Source: an optimization exercise on an open RTL-to-GDS flow (aim: small area, a short achievable clock period and few clock cycles). Production flows keep margins and buffers that such runs may drop.
In this exercise RTL edits were held to simulation tests only and were not proved equivalent to the original.

==> design/flow/config.mk <==
export PLATFORM = sky130hd
export DESIGN_NAME = dec_unit
export DESIGN_NICKNAME = dec_unit
export VERILOG_FILES = /design/flow/design.v
export SDC_FILE = /design/flow/constraint.sdc
export NUM_CORES = 4
export LEC_CHECK = 0
export ABC_AREA = 1
export CAP_MARGIN = 20
export CORE_MARGIN = 2
export CORE_UTILIZATION = 40
export PLACE_DENSITY = 0.6
export SLEW_MARGIN = 20
==> design/flow/constraint.sdc <==
create_clock -name core_clock -period 55.0 [get_ports {clk}]
set_input_delay 11.0000 -clock core_clock [delete_from_list [all_inputs] [get_ports {clk}]]
set_output_delay 11.0000 -clock core_clock [all_outputs]
set_load 0.01 [all_outputs]
==> design/flow/run.sh <==
#!/bin/bash
# synth_recipe.tcl (not shown) runs the flow's synth.tcl, then flattens the netlist and writes it again
# the make line also repeats each setting of config.mk as NAME=value (left out here)
make -C /OpenROAD-flow-scripts/flow DESIGN_CONFIG=/design/flow/config.mk WORK_HOME=/design/flow/orfs CLKGATE_MAP_FILE= SYNTH_SCRIPT=/design/flow/synth_recipe.tcl finish
==> design/flow/design.v <==
module dec_unit (
    input  wire         clk,
    input  wire         rst,
    input  wire         start,
    input  wire [2:0]   op,
    input  wire [4:0]   n,
    input  wire [127:0] kd,
    input  wire [127:0] ks,
    input  wire [63:0]  ds,
    output wire         ready,
    output reg          done,
    output reg  [127:0] k_out,
    output reg  [63:0]  d_out,
    output reg          flag_n,
    output reg          flag_z,
    output reg          flag_v,
    output reg          exc
);
    localparam [2:0] OP_DADD = 3'd0,
                     OP_DSUB = 3'd1,
                     OP_DCMP = 3'd2,
                     OP_DSHL = 3'd3,
                     OP_DSHR = 3'd4,
                     OP_CVBD = 3'd5,
                     OP_CVDB = 3'd6;
    localparam [3:0] SIGN_PLUS  = 4'hC,
                     SIGN_MINUS = 4'hD;
    localparam integer MB = 9, KB = 7, PB = 64 - MB * KB;
    localparam integer KD = 7, LD = 31 - 4 * KD;
    reg         v1;
    reg [2:0]   op_r;
    reg [4:0]   n_r;
    reg [127:0] a_r;
    reg [127:0] b_r;
    reg [63:0]  d_r;
    reg       busy;        
    reg       cv_db;       
    reg       cv_neg;      
    reg       cv_hi;       
    reg [2:0] cnt;         
    wire v1_cv = v1 && (op_r == OP_CVBD || op_r == OP_CVDB);
    assign ready = !v1_cv && !(busy && cnt != 3'd0);
    always @(posedge clk) begin
        if (rst)
            v1 <= 1'b0;
        else
            v1 <= start && ready;
        op_r <= op;
        n_r  <= n;
        a_r  <= kd;
        b_r  <= ks;
        d_r  <= ds;
    end
    wire [123:0] a_mag = a_r[127:4];
    wire [123:0] b_mag = b_r[127:4];
    wire a_ok  = dec_ok(a_r);
    wire b_ok  = dec_ok(b_r);
    wire a_neg = sign_neg(a_r[3:0]);
    wire b_neg = sign_neg(b_r[3:0]);
    wire is_sub  = (op_r == OP_DSUB) || (op_r == OP_DCMP);
    wire eff_sub = a_neg ^ b_neg ^ is_sub;
    wire [123:0] as_mag;
    wire         as_swap, as_cout;
    bcd_addsub u_as (.a(a_mag), .b(b_mag), .sub(eff_sub),
                     .r(as_mag), .swap(as_swap), .cout(as_cout));
    wire as_neg = a_neg ^ as_swap;
    wire as_ovf = !eff_sub && as_cout;
    wire is_shl = (op_r == OP_DSHL);
    wire is_sh  = (op_r == OP_DSHL) || (op_r == OP_DSHR);
    wire [4:0] rot = is_shl ? ~n_r : n_r;      
    wire [123:0] rs [0:5];
    assign rs[0] = a_mag;
    genvar gl, gd;
    generate
        for (gl = 0; gl < 5; gl = gl + 1) begin : g_rot
            for (gd = 0; gd < 31; gd = gd + 1) begin : g_d
                assign rs[gl+1][4*gd +: 4] = rot[gl] ? rs[gl][4*((gd + (1 << gl)) % 31) +: 4]
                                                     : rs[gl][4*gd +: 4];
            end
        end
    endgenerate
    wire [123:0] rt = rs[5];
    reg [30:0]  th;         
    reg [123:0] sh_mag;
    reg         shl_v;
    integer i;
    always @(*) begin
        for (i = 0; i < 31; i = i + 1)
            th[i] = ({1'b0, n_r} <= i);
        shl_v = 1'b0;
        for (i = 0; i < 31; i = i + 1) begin
            sh_mag[4*i +: 4] = rt[4*i +: 4] & {4{is_shl ? th[i] : th[30-i]}};
            if ((a_mag[4*i +: 4] != 4'd0) && !th[30-i])
                shl_v = 1'b1;
        end
    end
    wire [123:0] s_mag  = is_sh ? sh_mag : as_mag;
    wire         s_zero = (s_mag == 124'd0);
    wire         s_neg  = is_sh ? a_neg : as_neg;
    wire         s_n    = s_neg && !s_zero;
    wire [63:0] ds_mag = neg64(d_r);
    reg [75:0] bd_bcd0;
    reg [63:0] bd_bin0;
    reg [75:0] dd_bcd;
    reg [63:0] dd_bin;
    integer s;
    always @(*) begin
        bd_bcd0 = 76'd0;
        bd_bin0 = ds_mag;
        for (s = 0; s < PB; s = s + 1) begin
            bd_bcd0 = dd_step(bd_bcd0, bd_bin0[63]);
            bd_bin0 = {bd_bin0[62:0], 1'b0};
        end
        dd_bcd = k_out[79:4];
        dd_bin = d_out;
        for (s = 0; s < MB; s = s + 1) begin
            dd_bcd = dd_step(dd_bcd, dd_bin[63]);
            dd_bin = {dd_bin[62:0], 1'b0};
        end
    end
    wire [13:0] db_v0 = dig_val({{(16-4*LD){1'b0}}, b_r[127:128-4*LD]});
    wire [63:0] db_first = sgn_chunk(db_v0, b_neg);
    wire [63:0] db_t  = sgn_chunk(dig_val(k_out[127:112]), cv_neg);
    wire [63:0] h_a   = {d_out[50:0], 13'd0};
    wire [63:0] h_b   = {d_out[52:0], 11'd0};
    wire [63:0] h_c   = {d_out[59:0], 4'd0};
    wire [63:0] h_d   = ~{d_out[55:0], 8'd0};
    wire [63:0] s1 = h_a ^ h_b ^ h_c;
    wire [63:0] c1 = {((h_a & h_b) | (h_a & h_c) | (h_b & h_c)), 1'b0} ;
    wire [63:0] s2 = s1 ^ c1 ^ h_d;
    wire [63:0] c2 = {((s1 & c1) | (s1 & h_d) | (c1 & h_d)), 1'b0};
    wire [63:0] s3 = s2 ^ c2 ^ db_t;
    wire [63:0] c3 = {((s2 & c2) | (s2 & db_t) | (c2 & db_t)), 1'b0};
    wire [63:0] db_next;
    add64 u_h (.x(s3), .y(c3), .ci(1'b1), .s(db_next));
    wire        db_zero = (db_next == 64'd0);
    wire        db_ovf  = cv_hi || (cv_neg ? (!db_next[63] && !db_zero) : db_next[63]);
    always @(posedge clk) begin
        if (rst) begin
            busy <= 1'b0;
            done <= 1'b0;
        end else begin
            done <= 1'b0;
            if (busy) begin
                cnt <= cnt - 3'd1;
                if (cnt == 3'd0) begin
                    busy <= 1'b0;
                    done <= 1'b1;
                end
            end else if (v1) begin
                case (op_r)
                    OP_CVBD: begin
                        busy  <= 1'b1;
                        cv_db <= 1'b0;
                        cnt   <= KB - 1;
                    end
                    OP_CVDB: begin
                        busy  <= 1'b1;
                        cv_db <= 1'b1;
                        cnt   <= KD - 1;
                    end
                    default:
                        done  <= 1'b1;
                endcase
            end
        end
    end
    always @(posedge clk) begin
        if (busy) begin
            if (cv_db) begin
                d_out  <= db_next;
                k_out  <= {k_out[111:0], 16'd0};
                flag_n <= db_next[63];
                flag_z <= db_zero;
                flag_v <= db_ovf;
            end else begin
                d_out       <= dd_bin;
                k_out[79:4] <= dd_bcd;
            end
        end else begin
            case (op_r)
                OP_CVBD: begin
                    exc    <= 1'b0;
                    k_out  <= {48'd0, bd_bcd0, d_r[63] ? SIGN_MINUS : SIGN_PLUS};
                    d_out  <= bd_bin0;
                    flag_n <= d_r[63];
                    flag_z <= (d_r == 64'd0);
                    flag_v <= 1'b0;
                end
                OP_CVDB: begin
                    exc    <= !b_ok;
                    k_out  <= {b_r[127-4*LD:4], {(4*LD+4){1'b0}}};
                    d_out  <= db_first;
                    cv_neg <= b_neg;
                    cv_hi  <= (b_r[127:80] != 48'd0);
                end
                default: begin
                    exc    <= !(a_ok && (is_sh || b_ok));
                    k_out  <= {s_mag, s_n ? SIGN_MINUS : SIGN_PLUS};
                    if (op_r == OP_DCMP) begin
                        flag_n <= as_neg && (!s_zero || as_ovf);
                        flag_z <= s_zero && !as_ovf;
                        flag_v <= 1'b0;
                    end else begin
                        flag_n <= s_n;
                        flag_z <= s_zero;
                        flag_v <= is_sh ? (is_shl && shl_v) : as_ovf;
                    end
                end
            endcase
        end
    end
    function dec_ok(input [127:0] x);
        integer k;
        begin
            dec_ok = x[3] && (x[2] || x[1]);
            for (k = 1; k < 32; k = k + 1)
                if (x[4*k+3] && (x[4*k+2] || x[4*k+1]))
                    dec_ok = 1'b0;
        end
    endfunction
    function sign_neg(input [3:0] x);
        sign_neg = x[0] && (x[2] ^ x[1]);
    endfunction
    function [75:0] dd_step(input [75:0] x, input b);
        integer k;
        reg [3:0] d;
        reg       c;
        begin
            c = b;
            for (k = 0; k < 19; k = k + 1) begin
                d = x[4*k +: 4];
                dd_step[4*k+3] = (d[2] && !d[1] && !d[0]) || (d[3] && d[0]);
                dd_step[4*k+2] = (!d[2] && d[1]) || (d[2] && d[1] && d[0]) || (d[3] && !d[0]);
                dd_step[4*k+1] = (!d[3] && !d[2] && d[0]) || (d[2] && d[1] && !d[0]) || (d[3] && !d[0]);
                dd_step[4*k]   = c;
                c = d[3] || (d[2] && (d[1] || d[0]));
            end
        end
    endfunction
    function [13:0] dig_val(input [15:0] x);
        dig_val = ((x[15:12] * 14'd10 + x[11:8]) * 14'd10 + x[7:4]) * 14'd10 + x[3:0];
    endfunction
    function [63:0] sgn_chunk(input [13:0] v, input ng);
        reg [13:0] m;
        begin
            m = 14'd0 - v;
            sgn_chunk = ng ? {{50{v != 14'd0}}, m} : {50'd0, v};
        end
    endfunction
    function [63:0] neg64(input [63:0] x);
        integer k, q;
        reg [7:0] grp;       
        reg [7:0] below;     
        reg       acc;
        begin
            for (q = 0; q < 8; q = q + 1)
                grp[q] = (x[8*q +: 8] != 8'd0);
            below[0] = 1'b0;
            for (q = 1; q < 8; q = q + 1)
                below[q] = below[q-1] | grp[q-1];
            for (q = 0; q < 8; q = q + 1) begin
                acc = below[q];
                for (k = 0; k < 8; k = k + 1) begin
                    neg64[8*q+k] = x[8*q+k] ^ (x[63] & acc);
                    acc = acc | x[8*q+k];
                end
            end
        end
    endfunction
endmodule
module bcd_addsub (
    input  wire [123:0] a,
    input  wire [123:0] b,
    input  wire         sub,
    output wire [123:0] r,
    output wire         swap,
    output wire         cout
);
    wire [123:0] p, g;
    wire [30:0]  gn, pn;
    genvar d;
    generate
        for (d = 0; d < 31; d = d + 1) begin : g_dig
            wire [3:0] bi = b[4*d +: 4];
            wire [3:0] yi = sub ? ~bi : {bi[3] | bi[2] | bi[1], ~(bi[2] ^ bi[1]), ~bi[1], bi[0]};
            wire [3:0] pi = a[4*d +: 4] ^ yi;
            wire [3:0] gi = a[4*d +: 4] & yi;
            assign p[4*d +: 4] = pi;
            assign g[4*d +: 4] = gi;
            assign gn[d] = gi[3] | (pi[3] & (gi[2] | (pi[2] & (gi[1] | (pi[1] & gi[0])))));
            assign pn[d] = &pi;
        end
    endgenerate
    reg [30:0] G, P;
    integer l, i, k;
    always @(*) begin
        G = gn;
        P = pn;
        for (l = 0; l < 5; l = l + 1)
            for (i = 0; i < 31; i = i + 1)
                if ((i >> l) & 1) begin
                    k = ((i >> l) << l) - 1;
                    G[i] = G[i] | (P[i] & G[k]);
                    P[i] = P[i] & P[k];
                end
    end
    wire cin = sub & (G[30] | P[30]);     
    assign swap = sub & ~cin;
    assign cout = G[30];
    generate
        for (d = 0; d < 31; d = d + 1) begin : g_out
            wire       ci = (d == 0) ? cin : (G[d-1] | (P[d-1] & cin));
            wire [3:0] pi = p[4*d +: 4];
            wire [3:0] gi = g[4*d +: 4];
            wire       c1 = gi[0] | (pi[0] & ci);
            wire       c2 = gi[1] | (pi[1] & c1);
            wire       c3 = gi[2] | (pi[2] & c2);
            wire       ko = gn[d] | (pn[d] & ci);
            wire [3:0] t  = pi ^ {c3, c2, c1, ci} ^ {4{swap}};
            wire       cr = ~(ko ^ swap);       
            assign r[4*d +: 4] = cr ? {~(t[3] ^ (t[2] & t[1])), t[2] ^ t[1], ~t[1], t[0]} : t;
        end
    endgenerate
endmodule
module add64 (
    input  wire [63:0] x,
    input  wire [63:0] y,
    input  wire        ci,
    output wire [63:0] s
);
    wire [63:0] p = x ^ y;
    wire [63:0] g = x & y;
    reg  [7:0]  bg, bp;
    reg  [8:0]  bc;
    reg  [63:0] c;
    integer q, k;
    always @(*) begin
        for (q = 0; q < 8; q = q + 1) begin
            bg[q] = 1'b0;
            bp[q] = 1'b1;
            for (k = 0; k < 8; k = k + 1) begin
                bg[q] = g[8*q+k] | (p[8*q+k] & bg[q]);
                bp[q] = bp[q] & p[8*q+k];
            end
        end
        bc[0] = ci;
        for (q = 0; q < 8; q = q + 1)
            bc[q+1] = bg[q] | (bp[q] & bc[q]);
        for (q = 0; q < 8; q = q + 1) begin
            c[8*q] = bc[q];
            for (k = 1; k < 8; k = k + 1)
                c[8*q+k] = g[8*q+k-1] | (p[8*q+k-1] & c[8*q+k-1]);
        end
    end
    assign s = p ^ c;
endmodule
==> results.py <==
metrics = {
    "worst_setup_path": {
        "crit_fanout": 15,
        "crit_path_end_kind": "output pin",
        "critPathMaxStageDelay_ps": 560,
        "crit_chain": "inv_1 > nor2_1 > inv_1 > nor2_2 > nor2_1 > inv_1 > nand2_1 > inv_1 > a21oi_1 > clkdlybuf4s50_1",
        "critical_path_arrival_ps": 3010,
        "crit_buf_inv": 5,
        "setup.worst_path.class": "register to output pin",
        "cp_top_family": "buffers and inverters",
        "slowest_stage": "nor2_2",
        "crit_top_cell": "inv_1",
        "worst_ep_required_time_ps": 44000,
        "start_kind": "register",
    },
    "floorplanning": {
        "start_util_pct": 40.1,
        "die-area_mm2": 0.155,
        "die_x_um": 394,
        "core_mm2": 0.151,
        "num_io_pins": 529,
        "die_height_um": 394,
        "rows": 143,
    },
    "placed_design": {
        "placed_area_mm2": 0.0680,
        "dpl_worst_slack_ps": 41350,
        "hpwlAfterDp_um": 250000,
        "gp_congestion": 1.06,
        "io_buffers": 527,
    },
    "job": {
        "maxCapViolCount": 0,
    },
    "sta": {
        "final-setup-viol-count": 0,
        "slew_violations": 0,
        "layout_min_cycle_time_ps": 14010,
        "grt_setup_unrepaired": "false",
        "setup_tns_ps": 0,
        "max_freq_mhz": 71.4,
        "setup_ws_ps": 40990,
        "fin_crit_sh_pct": 25.5,
        "tightest_slew_ps": 1150,
        "hold_viol": 0,
        "slew_headroom_pct": 22.4,
        "fin_skew_ps": 51.3,
        "hold-worst-slack_ps": 530,
    },
    "clocking": {
        "clk-insertion-delay-late_ps": 740,
        "cts_tree": "built",
        "clk_pin_slew_ps": 60,
        "numCtsBuffers": 66,
        "clock-root-buffer": "clkbuf_16",
        "cts_setup_buffers": 0,
        "cts_hold_buf": 0,
        "clock-sinks": 531,
        "clockBufferDepth": 3,
        "htreeDepth": 3,
        "cts_resized": 0,
    },
    "logic_synthesis": {
        "synthTopCellsByArea": "nand2_1, dfxtp_1, fa_1",
        "yosysSeqAreaShare_pct": 19.5,
        "synth-seq-cells": 531,
        "syn_area_mm2": 0.0607,
        "synthFlopType": "dfxtp_1",
        "synth.avg_cell_area_um2": 6.55,
        "synth_edf_count": 124,
        "synthArstFlopShare_pct": 0,
        "synth_largest_area_cell": "nand2_1",
        "synth_top_area_share_pct": 14.8,
        "yosysMostFrequentCell": "nand2_1",
        "synth_cell_types": 86,
        "synth_nets": 10300,
        "synthCells": 9280,
        "synth-warning-count": 3,
        "synth_commonest_cells": "nand2_1, inv_1, nor2_1, nand3_1, o21ai_0",
    },
    "route": {
        "drt.antenna.violating_nets": 0,
        "wl_um": 302000,
        "firstDrtPassIters": 6,
        "drc": 0,
        "dr.first_iter.drc_count": 7633,
        "num_vias": 66300,
        "viasPerCell": 5.64,
        "wl_per_cell_um": 25.7,
    },
    "grt": {
        "grt_util_met2_pct": 57.9,
        "grt_pass1_vias": 61500,
        "grt-busiest-layer": "met2",
        "grt_max_degree": 162,
        "antenna_found_initial": 15,
        "grtUsageMet3_pct": 5.85,
        "grt_pass1_wl_um": 424000,
        "grt-ovfl-total": 0,
        "grt_use_met1_pct": 48.0,
        "grtUsageTotal_pct": 37.6,
    },
    "layout": {
        "final-seq-area_mm2": 0.0119,
        "nFillCells": 15700,
        "post-route-cell-area_mm2": 0.0704,
        "nNetsFinal": 10600,
        "final_layout_size_suffix_gt1_share_pct": 7.00,
        "multiInputGateArea_mm2": 0.0421,
        "area_growth_pct": 15.8,
    },
    "run_status": {
        "outcome": "finished clean",
    },
    "worst_hold_path": {
        "min_path_type": "register to register",
    },
}
## kinds of logic (layout without fill, tap and decap cells)
family	Yosys count	in the layout	share of synthesized area (%)
and+or+nand+nor	4323	4323	30.4
buffers and inverters	1788	2224	11.4
AOI/OAI and AO/OA	1682	1682	16.8
adders and majority gates	640	640	17.1
DFF	531	531	19.5
xor gates and xnor gates	240	240	3.47
muxes	75	75	1.24
other	1	9	0.00617
## worst reg2reg max path: cells and delay by family (launching register included)
kind | cells | cell delay (ps)
buffers and inverters | 8 | 1110
adders and majority gates | 16 | 6510
and+or+nand+nor | 23 | 2690
AOI/OAI and AO/OA | 11 | 1700
xor gates and xnor gates | 4 | 810
DFF | 1 | 470
## state kept, by name (all words and copies together) (netlist names), 3 cells and up
| name | cells |
|---|---|
| a_r | 128 |
| b_r | 128 |
| cnt | 3 |
| d_out | 64 |
| d_r | 64 |
| k_out | 126 |
| n_r | 5 |
| op_r | 3 |
## worst paths after layout
path,from,endpoint,slack [ps],cells after the start
worst max register to register,k_out[125],flag_v,41420,62
worst max-delay path,op_r[1],ready,40990,10
worst min-delay path,b_r[34],k_out[46],530,2
worst min register to register,b_r[34],k_out[46],530,2
## per-stage QoR
| stage | cells | utilization, % |
|---|---|---|
| after global routing | 11700 | 46.5 |
| final | 11800 | 46.5 |
| after floorplan | 9280 | - |
| after CTS | 11700 | 46.5 |
| after global placement | 11600 | 44.9 |
| after detailed placement | 11600 | 44.9 |
## placed cells by master (no fill, tap or decap), types with 95 or more instances in the layout
master,netlist,final
a21oi_1,415,415
a22oi_1,107,107
clkdlybuf4s50_1,0,527
dfxtp_1,407,405
edfxtp_1,124,124
fa_1,315,315
ha_1,325,325
inv_1,1341,1338
inv_2,151,155
nand2_1,2390,2388
nand3_1,644,644
nor2_1,782,777
nor3_1,95,95
o21ai_0,530,528
o21ai_1,144,146
xor2_1,165,163
## cell type report
type	count	share of cell area [%]
Antenna cell	8	0.0285
Clock buffer	92	2.76
Clock inverter	30	0.599
Inverter	1504	8.03
Multi-Input combinational cell	6961	59.8
Sequential cell	531	16.9
Tap cell	2030	3.61
Timing Repair Buffer	598	8.29
## metal layers
metal / vias to the layer above / part of all wire, %
li1: 30900 / -
met1: 31300 / 40
met2: 3347 / 43
met3: 718 / 8.7
met4: 12 / 8.3
met5: - / 0.024
Testbench counts, summed over its fixed seeds: cycles 29,425.

-- port drivers added, routing unchanged --
The flow's constraints put no driver on any port. The routed layout listed below was extracted and timed again, unchanged, in two steps.
Step 1, drivers: a clkbuf_16 drives clk and a buf_2 each remaining input, both assumed.
Step 2 times the ports against the registers' clock, not the clock port: input delays grow and output delays shrink by t, the midpoint of the rising clock arrivals with the driver on.
a / b / c = no drivers / after step 1 / after step 2; a / b = the first two.
t, ns: 0.797
setup WS [ns]: 40.995 / 40.908 / 41.417
worst data-port slew with drivers (ns): 0.11
After both steps this run still meets setup and hold. The setup slack of this run moves by -0.087 ns with the drivers and by +0.422 ns with both steps.
